From an optimization exercise on the open Yosys and OpenROAD flow, aimed at small area, a short achievable clock period and few clock cycles per item; shortcuts taken in it are not production practice.
Where RTL was checked, it was by simulation tests only, not by an equivalence proof against the original.
Power and IR drop assume default switching activity.

==> flow/design.v <==
module facet_tile (
    input  wire        clk,
    input  wire        rst,
    input  wire        start,
    input  wire [1:0]  cls,           
    input  wire [31:0] crc_in,        
    output wire        idle,
    input  wire        in_valid,
    input  wire [7:0]  in_data,
    output wire        in_ready,
    output reg         out_valid,
    output reg  [63:0] out_data,
    input  wire        out_ready,
    output reg         done,
    output wire [3:0]  done_cause,    
    output wire [7:0]  done_offset,   
    output wire [31:0] done_arg,      
    output wire [31:0] done_crc       
);
    localparam [3:0] P_HDR   = 4'd0,
                     P_U1    = 4'd1,
                     P_C1    = 4'd2,
                     P_E     = 4'd3,
                     P_B1    = 4'd4,
                     P_B2    = 4'd5,
                     P_BMAP  = 4'd6,
                     P_NLEN  = 4'd7,
                     P_NCOD  = 4'd8,
                     P_TRAIL = 4'd9;    
    reg         busy;
    reg  [1:0]  cls_q;
    reg  [8:0]  idx;          
    reg  [3:0]  pst;          
    reg         fail;         
    reg  [3:0]  cause;
    reg  [7:0]  offset;
    reg  [31:0] arg;
    reg  [31:0] crc;
    reg  [10:0] p_last;       
    reg         rdy;
    reg         v0, v1;
    reg  [7:0]  h0, h1;
    reg         pend;
    reg  [9:0]  pend_l;
    reg  [7:0]  code_st;
    reg  [7:0]  len_st;       
    reg         bm;           
    reg         run_act;
    reg  [9:0]  run_l;        
    reg  [7:0]  run_code;     
    reg  [2:0]  q;            
    reg  [6:0]  bcnt;         
    reg         ofin;         
    assign idle        = !busy;
    assign in_ready    = rdy;
    assign done_cause  = cause;
    assign done_offset = offset;
    assign done_arg    = arg;
    assign done_crc    = crc;
    function [31:0] crc64;
        input [31:0] c;
        input [63:0] d;
        begin
            crc64[0] = ^(c & 32'h386F2C25) ^ ^(d & 64'h1F91CAF6386F2C25);
            crc64[1] = ^(c & 32'h70DE584B) ^ ^(d & 64'h3F2395EC70DE584B);
            crc64[2] = ^(c & 32'hE1BCB097) ^ ^(d & 64'h7E472BD8E1BCB097);
            crc64[3] = ^(c & 32'hC379612E) ^ ^(d & 64'hFC8E57B1C379612E);
            crc64[4] = ^(c & 32'hBE9DEE78) ^ ^(d & 64'hE68D6595BE9DEE78);
            crc64[5] = ^(c & 32'h4554F0D5) ^ ^(d & 64'hD28B01DD4554F0D5);
            crc64[6] = ^(c & 32'hB2C6CD8E) ^ ^(d & 64'hBA87C94CB2C6CD8E);
            crc64[7] = ^(c & 32'h5DE2B738) ^ ^(d & 64'h6A9E586F5DE2B738);
            crc64[8] = ^(c & 32'hBBC56E71) ^ ^(d & 64'hD53CB0DEBBC56E71);
            crc64[9] = ^(c & 32'h4FE5F0C6) ^ ^(d & 64'hB5E8AB4B4FE5F0C6);
            crc64[10] = ^(c & 32'hA7A4CDA9) ^ ^(d & 64'h74409C60A7A4CDA9);
            crc64[11] = ^(c & 32'h4F499B53) ^ ^(d & 64'hE88138C14F499B53);
            crc64[12] = ^(c & 32'hA6FC1A83) ^ ^(d & 64'hCE93BB74A6FC1A83);
            crc64[13] = ^(c & 32'h75971923) ^ ^(d & 64'h82B6BC1F75971923);
            crc64[14] = ^(c & 32'hD3411E63) ^ ^(d & 64'h1AFCB2C8D3411E63);
            crc64[15] = ^(c & 32'hA6823CC6) ^ ^(d & 64'h35F96591A6823CC6);
            crc64[16] = ^(c & 32'h4D04798C) ^ ^(d & 64'h6BF2CB234D04798C);
            crc64[17] = ^(c & 32'h9A08F318) ^ ^(d & 64'hD7E596469A08F318);
            crc64[18] = ^(c & 32'h0C7ECA15) ^ ^(d & 64'hB05AE67B0C7ECA15);
            crc64[19] = ^(c & 32'h2092B80F) ^ ^(d & 64'h7F2406002092B80F);
            crc64[20] = ^(c & 32'h4125701F) ^ ^(d & 64'hFE480C004125701F);
            crc64[21] = ^(c & 32'hBA25CC1B) ^ ^(d & 64'hE301D2F6BA25CC1B);
            crc64[22] = ^(c & 32'h4C24B412) ^ ^(d & 64'hD9926F1B4C24B412);
            crc64[23] = ^(c & 32'hA0264400) ^ ^(d & 64'hACB514C0A0264400);
            crc64[24] = ^(c & 32'h7823A425) ^ ^(d & 64'h46FBE3777823A425);
            crc64[25] = ^(c & 32'hF047484A) ^ ^(d & 64'h8DF7C6EEF047484A);
            crc64[26] = ^(c & 32'hD8E1BCB0) ^ ^(d & 64'h047E472BD8E1BCB0);
            crc64[27] = ^(c & 32'hB1C37961) ^ ^(d & 64'h08FC8E57B1C37961);
            crc64[28] = ^(c & 32'h6386F2C2) ^ ^(d & 64'h11F91CAF6386F2C2);
            crc64[29] = ^(c & 32'hC70DE584) ^ ^(d & 64'h23F2395EC70DE584);
            crc64[30] = ^(c & 32'h8E1BCB09) ^ ^(d & 64'h47E472BD8E1BCB09);
            crc64[31] = ^(c & 32'h1C379612) ^ ^(d & 64'h8FC8E57B1C379612);
        end
    endfunction
    wire [7:0] b = h0;
    wire [8:0] slen_m1 = (9'd256 >> cls_q) - 9'd1;
    wire wr_ok = !out_valid || out_ready;
    wire xfer  = out_valid && out_ready;
    wire       rn_can  = busy && !ofin && !bm && (run_act || pend);
    wire       rn_go   = rn_can && wr_ok;
    wire [9:0] f_l     = run_act ? run_l : pend_l;
    wire       f_on    = f_l[9:3] != bcnt;                    
    wire       f_beat  = f_on || (f_l[2:0] == 3'd7);          
    wire       pend_use = rn_go && !run_act;
    reg  [7:0] ln_plan, ln_sel;
    wire       bt_plan = bm ? (busy && pend) : (rn_can && f_beat);
    integer    k;
    always @(*)
        for (k = 0; k < 8; k = k + 1) begin
            ln_plan[k] = bm ? (busy && pend)
                            : (rn_can && k >= q && (f_on || k <= f_l[2:0]));
            ln_sel[k]  = bm ? pend_l[k] : !run_act;
        end
    wire ip_plain = busy && v0 && (pst != P_NLEN) && (pst != P_BMAP) &&
                    (pst != P_NCOD || !pend);
    wire nlen_go  = busy && v0 && (pst == P_NLEN) && (!pend || idx != slen_m1);
    wire ip_bm    = busy && v0 && (pst == P_BMAP) && !run_act;
    wire ip_acc   = ip_plain || nlen_go || ip_bm;
    wire bm_go    = busy && bm && pend && wr_ok;
    wire [10:0] n_last = p_last + {3'd0, len_st} + 11'd1;
    wire last_byte = (idx == slen_m1 + 9'd1) || (ip_acc && idx == slen_m1);
    wire og_fin    = ofin && wr_ok;
    wire push = in_valid && rdy;
    integer j;
    always @(posedge clk) begin
        if (ip_acc) begin
            h0 <= v1 ? h1 : in_data;
            v0 <= v1 || push;
            h1 <= in_data;
            v1 <= v1 && push;
            rdy <= 1'b1;
        end else begin
            if (!v0) h0 <= in_data;
            else if (!v1) h1 <= in_data;
            v0 <= v0 || push;
            v1 <= v1 || (v0 && push);
            rdy <= !(v1 || (v0 && push));
        end
        begin
            done <= 1'b0;
            if (xfer) begin
                out_valid <= 1'b0;
                crc <= crc64(crc, out_data);
            end
            for (j = 0; j < 8; j = j + 1)
                if (wr_ok && ln_plan[j])
                    out_data[8*j +: 8] <= ln_sel[j] ? code_st : run_code;
            if (wr_ok && bt_plan) begin
                out_valid <= 1'b1;
                bcnt <= bcnt + 7'd1;
                if (bcnt == 7'd127) ofin <= 1'b1;
            end
            if (rn_go) begin
                q <= f_beat ? 3'd0 : f_l[2:0] + 3'd1;
                if (pend_use) begin
                    pend     <= 1'b0;
                    run_code <= code_st;
                    run_l    <= pend_l;
                end
                run_act <= f_on;
            end
            if (bm_go) begin
                if (run_act) begin
                    pend_l[7:0] <= run_l[7:0];
                    run_act <= 1'b0;
                end else if (ip_bm)
                    pend_l[7:0] <= b;
                else
                    pend <= 1'b0;
            end else if (ip_bm) begin
                if (pend) begin
                    run_l[7:0] <= b;
                    run_act <= 1'b1;
                end else begin
                    pend_l[7:0] <= b;
                    pend <= 1'b1;
                end
            end
            if (ip_acc)
                idx <= idx + 9'd1;
            if (ip_bm && idx == 9'd130)
                pst <= P_TRAIL;
            if (nlen_go) begin
                if (idx == slen_m1) begin
                    fail <= 1'b1; cause <= 4'd6; offset <= idx[7:0];
                    pend <= 1'b1; pend_l <= 10'd1023; code_st <= 8'd0;
                    pst <= P_TRAIL;
                end else begin
                    len_st <= b;
                    pst <= P_NCOD;
                end
            end
            if (ip_plain) begin
                case (pst)
                    P_HDR: begin
                        if (b[4:0] != 5'd0) begin
                            fail <= 1'b1; cause <= 4'd4;
                            pend <= 1'b1; pend_l <= 10'd1023; code_st <= 8'd0;
                            pst <= P_TRAIL;
                        end else case (b[7:5])
                            3'd0: pst <= P_U1;
                            3'd1: begin cause <= 4'd14; pst <= P_C1; end
                            3'd7: begin cause <= 4'd15; pst <= P_E;
                                        pend <= 1'b1; pend_l <= 10'd1023; code_st <= 8'd0; end
                            3'd2: if (cls_q != 2'd0) begin
                                      fail <= 1'b1; cause <= 4'd7;
                                      pend <= 1'b1; pend_l <= 10'd1023; code_st <= 8'd0;
                                      pst <= P_TRAIL;
                                  end else begin
                                      bm  <= 1'b1;
                                      pst <= P_B1;
                                  end
                            3'd3: pst <= P_NLEN;
                            default: begin
                                fail <= 1'b1; cause <= 4'd3;
                                pend <= 1'b1; pend_l <= 10'd1023; code_st <= 8'd0;
                                pst <= P_TRAIL;
                            end
                        endcase
                    end
                    P_U1: begin
                        pend <= 1'b1; pend_l <= 10'd1023; code_st <= b;
                        pst <= P_TRAIL;
                    end
                    P_C1: begin
                        arg[7:0] <= b;
                        pend <= 1'b1; pend_l <= 10'd1023; code_st <= 8'd0;
                        pst <= P_TRAIL;
                    end
                    P_E: begin
                        case (idx[2:0])
                            3'd1:    arg[7:0]   <= b;
                            3'd2:    arg[15:8]  <= b;
                            3'd3:    arg[23:16] <= b;
                            default: arg[31:24] <= b;
                        endcase
                        if (idx[2:0] == 3'd4) pst <= P_TRAIL;
                    end
                    P_B1: begin run_code <= b; pst <= P_B2; end
                    P_B2: begin code_st  <= b; pst <= P_BMAP; end
                    P_NCOD: begin
                        if (n_last[10]) begin
                            fail <= 1'b1; cause <= 4'd6; offset <= idx[7:0] - 8'd1;
                            pend <= 1'b1; pend_l <= 10'd1023; code_st <= 8'd0;
                            pst <= P_TRAIL;
                        end else begin
                            pend <= 1'b1; pend_l <= n_last[9:0]; code_st <= b;
                            p_last <= n_last;
                            pst <= (n_last[9:0] == 10'd1023) ? P_TRAIL : P_NLEN;
                        end
                    end
                    default: if (!fail && b != 8'd0) begin    
                        fail <= 1'b1; cause <= 4'd4; offset <= idx[7:0]; arg <= 32'd0;
                    end
                endcase
            end
            if (busy && last_byte && og_fin) begin
                done <= 1'b1;
                busy <= 1'b0;
            end
            if (!busy) begin
                busy     <= start;
                cls_q    <= cls;
                crc      <= crc_in;
                idx      <= 9'd0;
                pst      <= P_HDR;
                fail     <= 1'b0;
                cause    <= 4'd0;
                offset   <= 8'd0;
                arg      <= 32'd0;
                p_last   <= 11'h7FF;
                pend     <= 1'b0;
                run_act  <= 1'b0;
                bm       <= 1'b0;
                q        <= 3'd0;
                bcnt     <= 7'd0;
                ofin     <= 1'b0;
            end
        end
        if (rst) begin
            busy      <= 1'b0;
            out_valid <= 1'b0;
            done      <= 1'b0;
            v0        <= 1'b0;
            v1        <= 1'b0;
            rdy       <= 1'b1;
        end
    end
endmodule
clock: 10.0 ns
lec_check: 0
cap_margin: 20
core_margin: 2
core_utilization: 40
place_density: 0.6
slew_margin: 20
run.sh (not shown) runs the stock make flow with config.mk's settings and CLKGATE_MAP_FILE= SYNTH_SCRIPT=/design/flow/synth_recipe.tcl, a recipe that flattens the netlist after the stock synthesis.
==> next run, changes <==
--- a/flow/design.v
+++ b/flow/design.v
@@ -105,15 +105,6 @@
     wire       f_on    = f_l[9:3] != bcnt;                    
     wire       f_beat  = f_on || (f_l[2:0] == 3'd7);          
     wire       pend_use = rn_go && !run_act;
-    reg  [7:0] ln_plan, ln_sel;
-    wire       bt_plan = bm ? (busy && pend) : (rn_can && f_beat);
-    integer    k;
-    always @(*)
-        for (k = 0; k < 8; k = k + 1) begin
-            ln_plan[k] = bm ? (busy && pend)
-                            : (rn_can && k >= q && (f_on || k <= f_l[2:0]));
-            ln_sel[k]  = bm ? pend_l[k] : !run_act;
-        end
     wire ip_plain = busy && v0 && (pst != P_NLEN) && (pst != P_BMAP) &&
                     (pst != P_NCOD || !pend);
     wire nlen_go  = busy && v0 && (pst == P_NLEN) && (!pend || idx != slen_m1);
@@ -145,15 +136,15 @@
                 out_valid <= 1'b0;
                 crc <= crc64(crc, out_data);
             end
-            for (j = 0; j < 8; j = j + 1)
-                if (wr_ok && ln_plan[j])
-                    out_data[8*j +: 8] <= ln_sel[j] ? code_st : run_code;
-            if (wr_ok && bt_plan) begin
-                out_valid <= 1'b1;
-                bcnt <= bcnt + 7'd1;
-                if (bcnt == 7'd127) ofin <= 1'b1;
-            end
             if (rn_go) begin
+                for (j = 0; j < 8; j = j + 1)
+                    if (j >= q && (f_on || j <= f_l[2:0]))
+                        out_data[8*j +: 8] <= run_act ? run_code : code_st;
+                if (f_beat) begin
+                    out_valid <= 1'b1;
+                    bcnt <= bcnt + 7'd1;
+                    if (bcnt == 7'd127) ofin <= 1'b1;
+                end
                 q <= f_beat ? 3'd0 : f_l[2:0] + 3'd1;
                 if (pend_use) begin
                     pend     <= 1'b0;
@@ -163,6 +154,11 @@
                 run_act <= f_on;
             end
             if (bm_go) begin
+                for (j = 0; j < 8; j = j + 1)
+                    out_data[8*j +: 8] <= pend_l[j] ? code_st : run_code;
+                out_valid <= 1'b1;
+                bcnt <= bcnt + 7'd1;
+                if (bcnt == 7'd127) ofin <= 1'b1;
                 if (run_act) begin
                     pend_l[7:0] <= run_l[7:0];
                     run_act <= 1'b0;
The changed run passed the timing, design-rule and antenna checks. Die area hardly moves. Total power is higher slightly. Core utilization is higher by 0.17 points. Synthesized area is about the same. Routed wire length is higher by a few percent. Non-clock buffer count is higher by 3. Cell area stays flat. Combinational power stays flat. Global-route usage is higher by 0.64 points.
No run of this note included a check of the RTL's function; only the layout flow was run.


the previous run:
Another version of the RTL of facet_tile (not shown whole).
Size in the first run: about 250 flip-flops, about 0.017 mm2 of cells after synthesis.
clock: 10.0 ns
lec_check: 0
cap_margin: 20
core_margin: 2
core_utilization: 30
cts_cluster_diameter: 100
cts_cluster_size: 30
gpl_timing_driven: 0
place_density: 0.5
slew_margin: 20
Testbench counts of the previous run, summed over its fixed seeds: cycles 528,443, tiles 1,920.
For the current run, these inputs were changed with respect to the previous run:
--- a/flow/design.v
+++ b/flow/design.v
@@ -247,26 +247,30 @@
     wire [7:0] b = h0;
     wire [8:0] slen_m1 = (9'd256 >> cls_q) - 9'd1;
     wire wr_ok = !out_valid || out_ready;
     wire xfer  = out_valid && out_ready;
     wire       rn_can  = busy && !ofin && !bm && (run_act || pend);
     wire       rn_go   = rn_can && wr_ok;
     wire [9:0] f_l     = run_act ? run_l : pend_l;
     wire       f_on    = f_l[9:3] != bcnt;                    
-    wire       f_beat  = f_on || (f_l[2:0] == 3'd7);          
-    wire       pend_use = rn_go && !run_act;
+    wire       b_on    = run_act && pend && !f_on && (run_l[2:0] != 3'd7);
+    wire       p_on    = pend_l[9:3] != bcnt;                 
+    wire [2:0] l_end   = b_on ? pend_l[2:0] : f_l[2:0];       
+    wire       f_beat  = (b_on ? p_on : f_on) || (l_end == 3'd7);    
+    wire       pend_use = rn_go && (!run_act || b_on);
     reg  [7:0] ln_plan, ln_sel;
     wire       bt_plan = bm ? (busy && pend) : (rn_can && f_beat);
     integer    k;
     always @(*)
         for (k = 0; k < 8; k = k + 1) begin
             ln_plan[k] = bm ? (busy && pend)
-                            : (rn_can && k >= q && (f_on || k <= f_l[2:0]));
-            ln_sel[k]  = bm ? pend_l[k] : !run_act;
+                            : (rn_can && k >= q && (f_on || k <= f_l[2:0] ||
+                                                    (b_on && (p_on || k <= pend_l[2:0]))));
+            ln_sel[k]  = bm ? pend_l[k] : (!run_act || (!f_on && k > f_l[2:0]));
         end
     wire ip_plain = busy && v0 && (pst != P_NLEN) && (pst != P_BMAP) &&
                     (pst != P_NCOD || !pend);
     wire nlen_go  = busy && v0 && (pst == P_NLEN) && (!pend || idx != slen_m1);
     wire ip_bm    = busy && v0 && (pst == P_BMAP) && !run_act;
     wire ip_acc   = ip_plain || nlen_go || ip_bm;
     wire bm_go    = busy && bm && pend && wr_ok;
     wire [10:0] n_last = p_last + {3'd0, len_st} + 11'd1;
@@ -298,23 +302,23 @@
                 if (wr_ok && ln_plan[j])
                     out_data[8*j +: 8] <= ln_sel[j] ? code_st : run_code;
             if (wr_ok && bt_plan) begin
                 out_valid <= 1'b1;
                 bcnt <= bcnt + 7'd1;
                 if (bcnt == 7'd127) ofin <= 1'b1;
             end
             if (rn_go) begin
-                q <= f_beat ? 3'd0 : f_l[2:0] + 3'd1;
+                q <= f_beat ? 3'd0 : l_end + 3'd1;
                 if (pend_use) begin
                     pend     <= 1'b0;
                     run_code <= code_st;
                     run_l    <= pend_l;
                 end
-                run_act <= f_on;
+                run_act <= b_on ? p_on : f_on;
             end
             if (bm_go) begin
                 if (run_act) begin
                     pend_l[7:0] <= run_l[7:0];
                     run_act <= 1'b0;
                 end else if (ip_bm)
                     pend_l[7:0] <= b;
                 else
[summary]
- Compared the current run vs the previous run, and internal power summed over all cells is down in the current run.
- The current run ends up with lower clock power than the previous run does.
- The proportion of cell area occupied by multi-input gates was comparable across the previous run and the current run.
- The current run vs the previous run — placed instance count climbed by a few percent
- Going from the previous run to the current run, global-route usage shrinks by 0.47 points.
- The current run against the previous run: minimum clock period now sits lower, total detailed-routing wirelength now sits lower, sequential share of power now sits higher.
- Sort the previous run and the current run by switching power summed over all nets desc -> top: the current run
- Maximum achievable frequency for the current run: 1.3% up relative to the previous run
Testbench counts of the current run, summed over its fixed seeds: cycles 516,466, tiles 1,920.

==> what the ideal ports hide <==
The flow's constraints put no driver on any port. The routed layouts listed below were extracted and timed again, unchanged, in two steps. Step 1 sets driving cells, clkbuf_16 on the clock port and buf_2 on the other inputs (assumed; they add their load-dependent delay and slew). Step 2 also shifts input and output timing later by t, the mid clock arrival at the registers, as if the neighbouring blocks saw the same clock. a / b / c = ideal ports / drivers / drivers and shift; a / b = the first two.
| run | shift t [ns] | setup slack, ns | pins driven straight from the clock port |
|---|---|---|---|
| the first run of note 1 | 0.649 | 5.293 / 5.236 / 5.822 | 1 |
| the second run of note 1 | 0.649 | 4.997 / 4.990 / 4.340 | 1 |
| the previous run | 0.583 | 6.074 / 6.019 / 5.689 | 1 |
| the current run | 0.592 | 6.123 / 6.058 / 5.675 | 1 |
After both steps every run listed still meets setup and hold. For the second run of note 1, which loses most, drivers alone change the setup slack by -0.007 ns; drivers and shift together by -0.657 ns.
